Context: an optimization exercise on an open-source flow, tuned for small area, a short achievable clock period and few clock cycles. The choices shown serve that exercise and are no tape-out recipe.
Function was checked by simulation only, so behaviour that the tests miss may differ from the original.
Power figures rest on the tool's default switching activity, not on a simulated workload.

$ cat flow/run.sh
#!/bin/bash
# synth_recipe.tcl (not shown) runs the flow's synth.tcl, then flattens the netlist and writes it again
# the make line also repeats each setting of config.mk as NAME=value (left out here)
make -C /OpenROAD-flow-scripts/flow DESIGN_CONFIG=/design/flow/config.mk WORK_HOME=/design/flow/orfs CLKGATE_MAP_FILE= SYNTH_SCRIPT=/design/flow/synth_recipe.tcl finish
$ cat flow/config.mk
export PLATFORM = sky130hd
export DESIGN_NAME = pred_expand
export DESIGN_NICKNAME = pred_expand
export VERILOG_FILES = /design/flow/design.v
export SDC_FILE = /design/flow/constraint.sdc
export NUM_CORES = 4
export LEC_CHECK = 0
export ABC_AREA = 1
export CAP_MARGIN = 20
export CORE_MARGIN = 2
export CORE_UTILIZATION = 40
export PLACE_DENSITY = 0.6
export SETUP_SLACK_MARGIN = 2.75
export SLEW_MARGIN = 20
$ cat flow/constraint.sdc
create_clock -name core_clock -period 6.5 [get_ports {clk}]
set_input_delay 1.3000 -clock core_clock [delete_from_list [all_inputs] [get_ports {clk}]]
set_output_delay 1.3000 -clock core_clock [all_outputs]
set_load 0.01 [all_outputs]
$ cat flow/design.v
module pred_expand (
    input  wire        clk,
    input  wire        rst,
    input  wire        cmd_valid,
    output wire        cmd_ready,
    input  wire [14:0] cmd_size,
    input  wire        in_valid,
    output wire        in_ready,
    input  wire [7:0]  in_data,
    input  wire        in_last,
    output wire        out_valid,
    input  wire        out_ready,
    output wire [7:0]  out_data,
    output wire        done_valid,
    output wire        done_err
);
    reg st_idle, st_hdr, st_res, st_zero, st_end, st_done;
    reg [14:0] remain;       
    reg [5:0]  opos;         
    reg        emit_d;
    reg [2:0]  pred;
    reg [2:0]  k;
    reg        c;
    reg        seen_last;
    reg        err;
    reg [31:0] bbuf;         
    reg [5:0]  rp;           
    reg [2:0]  wp;           
    wire [5:0] bcnt = {wp, 3'd0} - rp;    
    reg        t_valid;
    reg [8:0]  t_u;
    reg        o_valid;
    reg [7:0]  o_data;
    reg [7:0]  hist [1:7];
    wire o_free  = !o_valid || out_ready;
    wire x_take  = t_valid && o_free;
    wire t_free  = !t_valid || o_free;
    wire active  = st_hdr || st_res || st_zero;
    wire [2:0] slots = wp - rp[5:3];
    wire [3:0] rpk7  = {1'b0, rp[2:0]} + {1'b0, k};
    wire room_ext    = (st_res && (rpk7 >= 4'd7)) || (st_hdr && (rp[2:0] >= 3'd5));
    wire t_free_reg  = !t_valid || !o_valid;
    wire rdy_base    = !seen_last && ((active && !slots[2]) || st_end);
    wire rdy_if_free = !seen_last && active && room_ext;
    wire rdy_now     = rdy_base || (rdy_if_free && t_free_reg);
    assign in_ready  = rdy_now || (rdy_if_free && out_ready);
    wire in_fire = in_valid && in_ready;
    wire [31:0] r1 = rp[0] ? {bbuf[0],    bbuf[31:1]}  : bbuf;
    wire [31:0] r2 = rp[1] ? {r1[1:0],    r1[31:2]}    : r1;
    wire [31:0] r3 = rp[2] ? {r2[3:0],    r2[31:4]}    : r2;
    wire [31:0] r4 = rp[3] ? {r3[7:0],    r3[31:8]}    : r3;
    wire [23:0] w  = rp[4] ? {r4[7:0],    r4[31:16]}   : r4[23:0];
    reg  [15:0] ones;        
    reg  [15:0] zoh;         
    reg  [6:0]  fw;          
    integer i, j;
    always @(*) begin
        for (j = 0; j < 16; j = j + 1)
            ones[j] = &(w[15:0] | ~({16{1'b1}} >> (15 - j)));
        zoh[0] = !w[0];
        for (j = 1; j < 16; j = j + 1)
            zoh[j] = !w[j] && ones[j-1];
        for (i = 0; i < 7; i = i + 1) begin
            fw[i] = 1'b0;
            for (j = 0; j < 16; j = j + 1)
                fw[i] = fw[i] | (zoh[j] & w[j + 1 + i]);
        end
    end
    wire        esc = ones[15];
    wire [3:0]  z;
    assign z[3] = ones[7];
    assign z[2] = (ones[3] && !ones[7]) || ones[11];
    assign z[1] = (ones[1] && !ones[3]) || (ones[5] && !ones[7]) ||
                  (ones[9] && !ones[11]) || ones[13];
    assign z[0] = (ones[0] && !ones[1]) || (ones[2] && !ones[3]) ||
                  (ones[4] && !ones[5]) || (ones[6] && !ones[7]) ||
                  (ones[8] && !ones[9]) || (ones[10] && !ones[11]) ||
                  (ones[12] && !ones[13]) || ones[14];
    reg  [8:0]  u_n;
    always @(*) begin
        for (i = 0; i < 9; i = i + 1)
            u_n[i] = (i < k) ? fw[i] : (i - k < 4) ? z[i - k] : 1'b0;
    end
    wire [7:0]  u_e    = w[23:16];
    wire [8:0]  u9     = esc ? {1'b0, u_e} : u_n;
    wire [6:0]  bck    = {1'b0, bcnt} - 7'd1 - {4'd0, k};
    reg  [15:0] zm;          
    always @(*) begin
        for (j = 0; j < 16; j = j + 1)
            zm[j] = !bck[6] && (bck[5:0] >= j[5:0]);
    end
    wire        have_n = |(~w[15:0] & zm);
    wire        have_e = (bcnt >= 6'd24);
    wire        have_r = have_n || (esc && have_e);
    reg  [7:0]  above_k, from_km1;
    always @(*) begin
        for (j = 0; j < 8; j = j + 1) begin
            above_k[j]  = (j > k);
            from_km1[j] = (j + 1 >= k);
        end
    end
    wire        grow   = esc ? |(u_e & above_k) : (w[0] && w[1]);
    wire        shrink = (k != 3'd0) && (esc ? !(|(u_e & from_km1)) : (!w[0] && !w[k]));
    wire [2:0]  k_inc  = (k == 3'd7) ? 3'd7 : k + 3'd1;
    wire [2:0]  k_dec  = k - 3'd1;
    wire [2:0]  k_next = grow ? k_inc : (shrink && c) ? k_dec : k;
    wire        c_next = shrink && !c && !grow;
    wire        hdr_zero = (w[2:0] == 3'd7);
    wire        have_h   = hdr_zero ? (bcnt >= 6'd3) : (bcnt >= 6'd6);
    wire act_hdr = st_hdr  && t_free;
    wire act_res = st_res  && t_free;
    wire act_zer = st_zero && t_free;
    wire take_h  = act_hdr && have_h;
    wire take_r  = act_res && have_r;
    wire starved = ((act_hdr && !have_h) || (act_res && !have_r)) && seen_last;
    wire emit    = take_r || act_zer;
    wire last_job    = emit_d ? (remain == 15'd2) : (remain == 15'd1);
    wire last_stripe = emit_d ? (opos == 6'd62)   : (opos == 6'd63);
    wire [5:0] rpk    = rp + 6'd1 + {3'd0, k};
    wire [5:0] rz3    = z[3] ? rpk + 6'd8 : rpk;
    wire [5:0] rz2    = z[2] ? rz3 + 6'd4 : rz3;
    wire [5:0] rz1    = z[1] ? rz2 + 6'd2 : rz2;
    wire [5:0] rz0    = z[0] ? rz1 + 6'd1 : rz1;
    wire [5:0] rp_res = esc ? rp + 6'd24 : rz0;
    wire [5:0] rp_hdr = rp + (hdr_zero ? 6'd3 : 6'd6);
    reg [7:0] pa;
    always @(*) begin
        case (pred)
            3'd0:    pa = o_data;
            3'd1:    pa = hist[1];
            3'd2:    pa = hist[3];
            3'd3:    pa = hist[7];
            3'd4:    pa = {o_data[6:0], 1'b0};
            default: pa = 8'd0;
        endcase
    end
    wire       p4  = (pred == 3'd4);
    wire [7:0] pb  = p4 ? ~hist[1] : 8'd0;
    wire [7:0] r   = t_u[8:1] ^ {8{t_u[0]}};
    wire [7:0] cs  = pa ^ pb ^ r;
    wire [7:0] cc  = (pa & pb) | (pa & r) | (pb & r);
    wire [7:0] cb  = {cc[6:0], p4};
    wire [4:0] slo = {1'b0, cs[3:0]} + {1'b0, cb[3:0]};
    wire [3:0] sh0 = cs[7:4] + cb[7:4];
    wire [3:0] sh1 = cs[7:4] + cb[7:4] + 4'd1;
    wire [7:0] sum = {slo[4] ? sh1 : sh0, slo[3:0]};
    reg  [7:0] x;
    always @(*) begin
        case (pred)
            3'd5:    x = t_u[7:0] ^ hist[7];
            3'd7:    x = 8'd0;
            default: x = sum;
        endcase
    end
    assign out_valid  = o_valid;
    assign out_data   = o_data;
    assign cmd_ready  = st_idle;
    assign done_valid = st_done;
    assign done_err   = err;
    integer n;
    always @(posedge clk) begin
        if (in_fire) begin
            case (wp[1:0])
                2'd0: bbuf[7:0]   <= in_data;
                2'd1: bbuf[15:8]  <= in_data;
                2'd2: bbuf[23:16] <= in_data;
                default: bbuf[31:24] <= in_data;
            endcase
        end
        if (t_free) t_u <= u9;
        if (x_take) begin
            o_data  <= x;
            hist[1] <= o_data;
            for (n = 2; n < 8; n = n + 1) hist[n] <= hist[n-1];
        end
        if (rst) begin
            st_idle   <= 1'b1;
            st_hdr    <= 1'b0;
            st_res    <= 1'b0;
            st_zero   <= 1'b0;
            st_end    <= 1'b0;
            st_done   <= 1'b0;
            pred      <= 3'd0;
            k         <= 3'd0;
            c         <= 1'b0;
            t_valid   <= 1'b0;
            o_valid   <= 1'b0;
        end else begin
            if (take_r)      rp <= rp_res;
            else if (take_h) rp <= rp_hdr;
            wp <= wp + {2'b0, in_fire};
            if (in_fire && in_last) seen_last <= 1'b1;
            if (emit)        t_valid <= 1'b1;
            else if (x_take) t_valid <= 1'b0;
            if (x_take)         o_valid <= 1'b1;
            else if (out_ready) o_valid <= 1'b0;
            if (take_h) begin
                pred <= w[2:0];
                k    <= w[5:3];
                c    <= 1'b0;
            end
            if (take_r) begin
                k <= k_next;
                c <= c_next;
            end
            emit_d <= emit;
            if (emit_d) begin
                remain <= remain - 15'd1;
                opos   <= opos + 6'd1;
            end
            if (st_idle && cmd_valid) begin
                st_idle <= 1'b0;
                st_hdr  <= 1'b1;
                remain  <= cmd_size;
            end
            if (take_h) begin
                st_hdr  <= 1'b0;
                st_zero <= hdr_zero;
                st_res  <= !hdr_zero;
            end
            if (emit && (last_job || last_stripe)) begin
                st_res  <= 1'b0;
                st_zero <= 1'b0;
                st_end  <= last_job;
                st_hdr  <= !last_job;
            end
            if (starved) begin
                err     <= 1'b1;
                st_hdr  <= 1'b0;
                st_res  <= 1'b0;
                st_end  <= 1'b1;
            end
            if (st_end && seen_last && !t_valid && o_free) begin
                st_end  <= 1'b0;
                st_done <= 1'b1;
            end
            if (st_done) begin
                st_done <= 1'b0;
                st_idle <= 1'b1;
            end
        end
        if (rst || st_idle) begin
            opos      <= 6'd0;
            emit_d    <= 1'b0;
            rp        <= 6'd0;
            wp        <= 3'd0;
            seen_last <= 1'b0;
            err       <= 1'b0;
            o_data    <= 8'd0;
            for (n = 1; n < 8; n = n + 1) hist[n] <= 8'd0;
        end
    end
endmodule
==> run summary, run 1 <==
Post-Syn Nets 1820; clock buffer count from CTS 17; Hold WC Path Type reg -> reg; Syn Area/Cell 6.90 um^2; worst slack, placed 1.56 ns; Reg power frac 31.8%; post-route cell area 14500 um^2; startpoint types input pin; multiplexer share of the synthesized area 0.168%; ratio of cells with drive above 1 in the final layout 16.6%; Tot Pwr 3.56 mW; Starting Density 40.4%; DR vias 12462; Die Ht 177 um; Post-synth EDFFs 56; Distinct cells, synth 59; Max Fclk 0.273 GHz; Congestion Overflow GR 0; Worst-Margin Slew 1.05 ns; vias per cell 5.71; clk sink count 153; dpl cells 2097; Chip Width 177 um; clock transition at the registers of the reported paths 0.07 ns; RSZ-0062 raised after global routing true; drt first pass iters 6; DRT Wirelength 38000 um; sw power 1.46 mW; Gate power share 40.8%; # DRC 0; I/O pin total 42; CP Capture Type output port; DR iter-0 viols 1113; post-synthesis xor/xnor area fraction 3.51%; Non-Filler Instances 2183; critical path required time 5.20 ns; fill count 2953; Post-DP Area 12600 um^2; Synth Area in Adders 7.47%; main flop type after synthesis dfxtp_1; GP Congestion 0.972; run status timing/DRC/antenna clean; cell row count 63; final worst-path cycle share 56.4%; Clock power frac 27.4%; combinational family with the most area after synthesis simple AND/OR/NAND/NOR gates; Diodes inserted 0; Seq/Total Area, Yosys 30.4%; Pins Over Slew Limit 0; global-route wire length before repair 58000 um; sw frac 41.0%; Tmin final 3.67 ns; Max-Cap Viols 0; Synth Area in Simple Gates 33.4%; Setup Skew 0.0187 ns; VDD IR max 0.178 mV; final worst setup slack 2.83 ns; H-tree depth 4; internal power consumption 2.10 mW; CTS tree yes; Total GRT Usage 23.4%; post-DP HPWL 26000 um; area added between synthesis and finish 21.6%; total leakage power 6.27 nW; most frequent cells in the layout nand2_1 (300), nand3_1 (223), nor2_1 (166); largest net degree at the start of global routing 68; #FFs+latches synth 153; die footprint 31200 um^2; arrival time worst endpoint 2.37 ns; placeable core area 29500 um^2; Nets 1873; clk buf depth 2; YS warnings 4; crit path kind in -> out; Post-Synthesis Cells 1727; final setup TNS 0 ns; Final Hold Violating Endpoints 0; Mapped Area 11900 um^2; vias in the first global route 11022; Post-synth ARST share 0%; commonest non-fill, non-tap cell in the layout nand2_1; port bufs 41; clk latency of the worst-skew pair 0.45 ns; PD cells 245 nW/um^2; critical path peak fanout 4; CTS root buffer clkbuf_16; final count of negative-setup-slack endpoints 0; Slew HR 29.6%; antenna violations before repair 0; complex-gate fraction of the synthesized area 16.1%; DRT antenna net count 0; Routed WL per cell 17.4 um
## what timing repair did
item,4_1_cts,5_1_grt
resized for setup,60,158
cloned,3,5
endpoints found under the setup margin,38,29
hold buffers,0,0
buffers inserted,15,31
pin swaps,8,35
## path summary, 6_finish.rpt
check | startpoint | endpoint | slack, ns | cells after the start
max | out_ready | in_ready | 2.83 | 12
min | opos[5] | opos[5] | 0.45 | 1
max reg2reg | rp[0] | k[0] | 2.86 | 20
min reg2reg | opos[5] | opos[5] | 0.45 | 1
## power by group through the flow
| stage | Sequential [mW] | Combinational, mW | Clock (mW) |
|---|---|---|---|
| global placement | 1.14 | 1.23 | 0 |
| floorplan | 1.11 | 0.943 | 0 |
| CTS | 1.12 | 1.29 | 0.996 |
| detailed placement | 1.14 | 1.23 | 0 |
| global route | 1.14 | 1.60 | 1.04 |
| finish | 1.13 | 1.45 | 0.976 |
## sequential cells by signal, summed over array words and instances (netlist names), 3 cells and up
register and cells:
rp 6, wp 3, remain 15, hist 56, pred 3, bbuf 32, opos 6, t_u 9
o_data 8, k 3
## metrics by stage
| step | hold slack [ns] | utilization [%] |
|---|---|---|
| final | 0.453 | 49.2 |
| after detailed placement | 0.439 | 42.6 |
| after floorplan | 0.420 | - |
| after global routing | 0.493 | 49.2 |
| after global placement | 0.437 | 42.6 |
| after CTS | 0.454 | 45.7 |
## synth_stat cells, types with 10 or more instances
library cell	n	area (um^2)
nand2_2	11	68.8
ha_1	52	651
edfxtp_1	56	1680
nand4_1	21	131
fa_1	12	240
o21ai_0	123	616
inv_1	164	616
a21oi_1	87	435
xnor2_1	17	149
nand2_1	325	1220
xor2_1	27	236
a221oi_1	10	87.6
buf_2	20	100
o22ai_1	36	225
nand3_1	280	1400
a31oi_1	12	75.1
o21ai_1	10	50.1
nor2_1	177	664
clkbuf_1	36	135
dfxtp_1	97	1940
nor3_1	24	120
## layer usage
metal	up-vias	global-route usage (%)	part of all wire (%)
li1	6021	-	-
met1	5794	32.7	45
met2	567	35.5	45
met5	-	0	0
met4	0	9.99	3.1
met3	80	3.89	6.8
## worst max-delay path, cell delays in order
cell     delay, ns
buf_2         0.11
nor2_4        0.15
inv_2         0.07
nor2_4        0.08
inv_2         0.07
nand2_2       0.08
o21ai_2       0.06
a21oi_2       0.13
o21ai_2       0.08
nand2_1       0.08
inv_2         0.04
buf_6         0.11
## final cells by class
type	instances	area [um^2]	area share, %
timing repair buffer	107	1090	7.53
sequential	153	3650	25.2
clock buffer	17	425	2.93
timing repair inverter	3	30.0	0.207
clock inverter	15	150	1.04
multi-input combinational	1322	7940	54.7
inverter	176	722	4.98
tap	390	488	3.37
## cell families (layout without fill, tap and decap cells)
group	count (synthesis)	count (layout)
simple gates	881	881
mux	2	2
fa+ha+maj	64	64
flops	153	153
xor+xnor	46	46
buf+inv	252	318
compound gates	329	329
Testbench counts, summed over its fixed seeds: cycles 409,183.
==> run 2, diff against run 1 <==
--- a/flow/config.mk
+++ b/flow/config.mk
@@ -10,5 +10,5 @@
 export CORE_MARGIN = 2
 export CORE_UTILIZATION = 40
-export PLACE_DENSITY = 0.6
-export SETUP_SLACK_MARGIN = 2.75
+export PLACE_DENSITY = 0.7
+export SETUP_SLACK_MARGIN = 2.5
 export SLEW_MARGIN = 20
==> run 2 against run 1 <==
Net effect:
- cell area is 5.8% lower
- sequential cell count unchanged
- combinational power fell by 8%
- non-clock buffer count down 20
- via count decreased by 0.79%
- critical endpoint unchanged
- largest cell class unchanged
- largest power group unchanged
- highest routed layer unchanged
==> run summary, run 2 <==
antenna violations before repair 0 (unchanged); I/O pin total 42 (unchanged); CTS root buffer clkbuf_16; commonest non-fill, non-tap cell in the layout nand2_1; total leakage power 6.01 nW (-4.2%); Worst-Margin Slew 0.843 ns (-0.205 ns); PD cells 256 nW/um^2 (+4.5%); CTS tree yes; DRT Wirelength 35500 um (-6.6%); area of the multi-input gates 7380 um^2 (-7.0%); Total GRT Usage 22.0% (-1.3 points); CP Capture Type output port; clk latency of the worst-skew pair 0.44 ns (about the same); arrival time worst endpoint 2.55 ns (+0.18 ns); Seq/Total Area, Yosys 30.4% (unchanged); H-tree depth 4 (unchanged); Max Fclk 0.260 GHz (-4.7%); VDD IR max 0.307 mV (+72%); ratio of cells with drive above 1 in the final layout 9.44% (-7.2 points); largest net degree at the start of global routing 69 (+1.5%); final count of negative-setup-slack endpoints 0 (unchanged); final setup TNS 0 ns (unchanged); hold_buf cts 0 (unchanged); Die Ht 177 um (unchanged); Final Hold Violating Endpoints 0 (unchanged); Slew HR 43.8% (+14 points); crit path kind in -> out; Worst Hold Slack 0.462 ns (+0.00883 ns); Reg with most FFs hist; Distinct cells, synth 59 (unchanged); vias in the first global route 11031 (+0.082%); Setup Skew 0.0147 ns (-0.00392 ns); #FFs+latches synth 153 (unchanged); vias per cell 5.72 (+0.27%); Nets 1850 (-1.2%); most frequent cells in the layout nand2_1 (322), nand3_1 (279), nor2_1 (170); Post-Synthesis Cells 1727 (unchanged); post-route cell area 13700 um^2 (-5.8%); clk buf depth 2 (unchanged); synth cell count leaders nand2_1 (325), nand3_1 (280), nor2_1 (177); port bufs 41 (unchanged); Tmin final 3.85 ns (+0.180 ns); critical path required time 5.20 ns (about the same); largest registers hist x56, bbuf x32, remain x15; Largest register FFs 56 (unchanged); drt first pass iters 8 (+2); post-DP HPWL 25300 um (-2.6%); startpoint types input pin; Synth top area share 16.3% (unchanged); top cell type by total area after synthesis dfxtp_1; Syn Area/Cell 6.90 um^2 (unchanged); DR vias 12364 (-0.79%); clock buffer count from CTS 17 (unchanged); Max-Cap Viols 0 (unchanged); Routed WL per cell 16.4 um (-5.6%); Congestion Overflow GR 0 (unchanged); clock transition at the registers of the reported paths 0.07 ns (about the same); area added between synthesis and finish 14.6%; DR iter-0 viols 1281 (+15%); # DRC 0 (unchanged); global-route wire length before repair 55800 um (-3.8%); Post-synth ARST share 0% (unchanged); fill count 2878 (-2.5%); register area 3640 um^2 (-0.48%); run status timing/DRC/antenna clean; final worst-path cycle share 59.2% (+2.8 points); Post-Syn Nets 1820 (unchanged); clk sink count 153 (unchanged); RSZ-0062 raised after global routing true; placeable core area 29500 um^2 (unchanged); Diodes inserted 0 (unchanged); Starting Density 40.4% (unchanged); DRT antenna net count 0 (unchanged); YS warnings 4 (unchanged); Tot Pwr 3.50 mW (-1.5%); Post-synth EDFFs 56 (unchanged); Pins Over Slew Limit 0 (unchanged); Post-DP Area 12600 um^2 (about the same); Mapped Area 11900 um^2 (unchanged); Chip Width 177 um (unchanged); Synth area leaders dfxtp_1 (16%), edfxtp_1 (14%), nand3_1 (12%), nand2_1 (10%), nor2_1 (5.6%); main flop type after synthesis dfxtp_1; GP Congestion 0.962 (-0.98%); die footprint 31200 um^2 (unchanged); cell row count 63 (unchanged); most common cell in the synthesized netlist nand2_1; Hold WC Path Type reg -> reg; critical path peak fanout 3 (-1)
run 2: what timing repair did:
item | 4_1_cts | 5_1_grt
pin swaps | 2 | 8
resized for setup | 26 | 36
cloned | 0 | 2
setup buffers | 7 | 22
endpoints found under the setup margin | 35 | 28
hold endpoints to repair | 0 | 0
run 2: final cells by class:
type | count | share of cell area, %
Inverter | 176 | 5.17
Timing Repair Buffer | 87 | 6.17
Tap cell | 390 | 3.57
Clock inverter | 14 | 1.28
Clock buffer | 18 | 3.14
Multi-Input combinational cell | 1322 | 54.0
Sequential cell | 153 | 26.6
run 2: report_power, final:
group / internal (mW) / switching, mW
registers: 1.05 / 0.0701
clock network: 0.585 / 0.451
logic: 0.465 / 0.876
run 2: logic make-up after synthesis:
family	after synthesis	share of synthesized area, %
AO/OA/AOI/OAI	329	16.1
XOR/XNOR	46	3.51
adder cells (fa/ha/maj)	64	7.47
buffers and inverters	252	8.92
flip-flops	153	30.4
multiplexers	2	0.168
AND/OR/NAND/NOR	881	33.4
run 2: worst max-delay path: stages:
cell and delay, ns:
dlygate4sd2_1 0.26, nor2_4 0.13, inv_2 0.07, nor2_4 0.09, inv_2 0.05, nand2_1 0.07
inv_1 0.07, a21oi_1 0.15, o21ai_1 0.10, nand2_1 0.07, inv_1 0.05, clkbuf_2 0.12
run 2: layer usage:
metal / track usage [%] / vias up / share of wire, %
li1: - / 5964 / -
met1: 30.5 / 5703 / 44
met2: 34.2 / 596 / 45
met3: 2.94 / 101 / 6.9
met4: 9.75 / 0 / 3.8
met5: 0 / - / 0
run 2: through the flow:
stage          std cells  worst slack (ns)  util [%]
2_1_floorplan       1727              2.93         -
3_3_place_gp        2097              1.62      42.6
3_5_place_dp        2097              1.61      42.6
4_1_cts             2136              2.48      45.1
5_1_grt             2160              2.47      46.3
6_report            2160              2.65      46.3
run 2: final timing paths:
path	from	end	slack, ns	cells past startpoint
min reg2reg	st_done	st_done	0.46	1
max reg2reg	k[0]	rp[5]	2.71	22
max	out_ready	in_ready	2.65	12
min	st_done	st_done	0.46	1

[re-timing with driven ports]
Ports are ideal in the flow. The routed layouts listed here were re-timed in OpenROAD. Step 1, drivers: a clkbuf_16 drives clk and a buf_2 each remaining input, both assumed. Step 2, shift: input delay + t, output delay - t, t = (earliest + latest rising clock arrival at the registers) / 2. This alone moves slack from input paths to output paths. a / b / c = ideal / step 1 / step 2; a / b = the first two.
| run | t, ns | setup slack, ns | latest minus earliest clock arrival (ns) | cell pins on the clock port's net |
|---|---|---|---|---|
| run 1 | 0.492 | 2.832 / 2.804 / 2.804 | 0.019 / 0.018 | 1 |
| run 2 | 0.484 | 2.653 / 2.634 / 2.634 | 0.015 / 0.015 | 1 |
After both steps setup and hold are still met in every run listed. For run 1, which loses most, drivers alone change the setup slack by -0.028 ns; drivers and shift together by -0.028 ns.
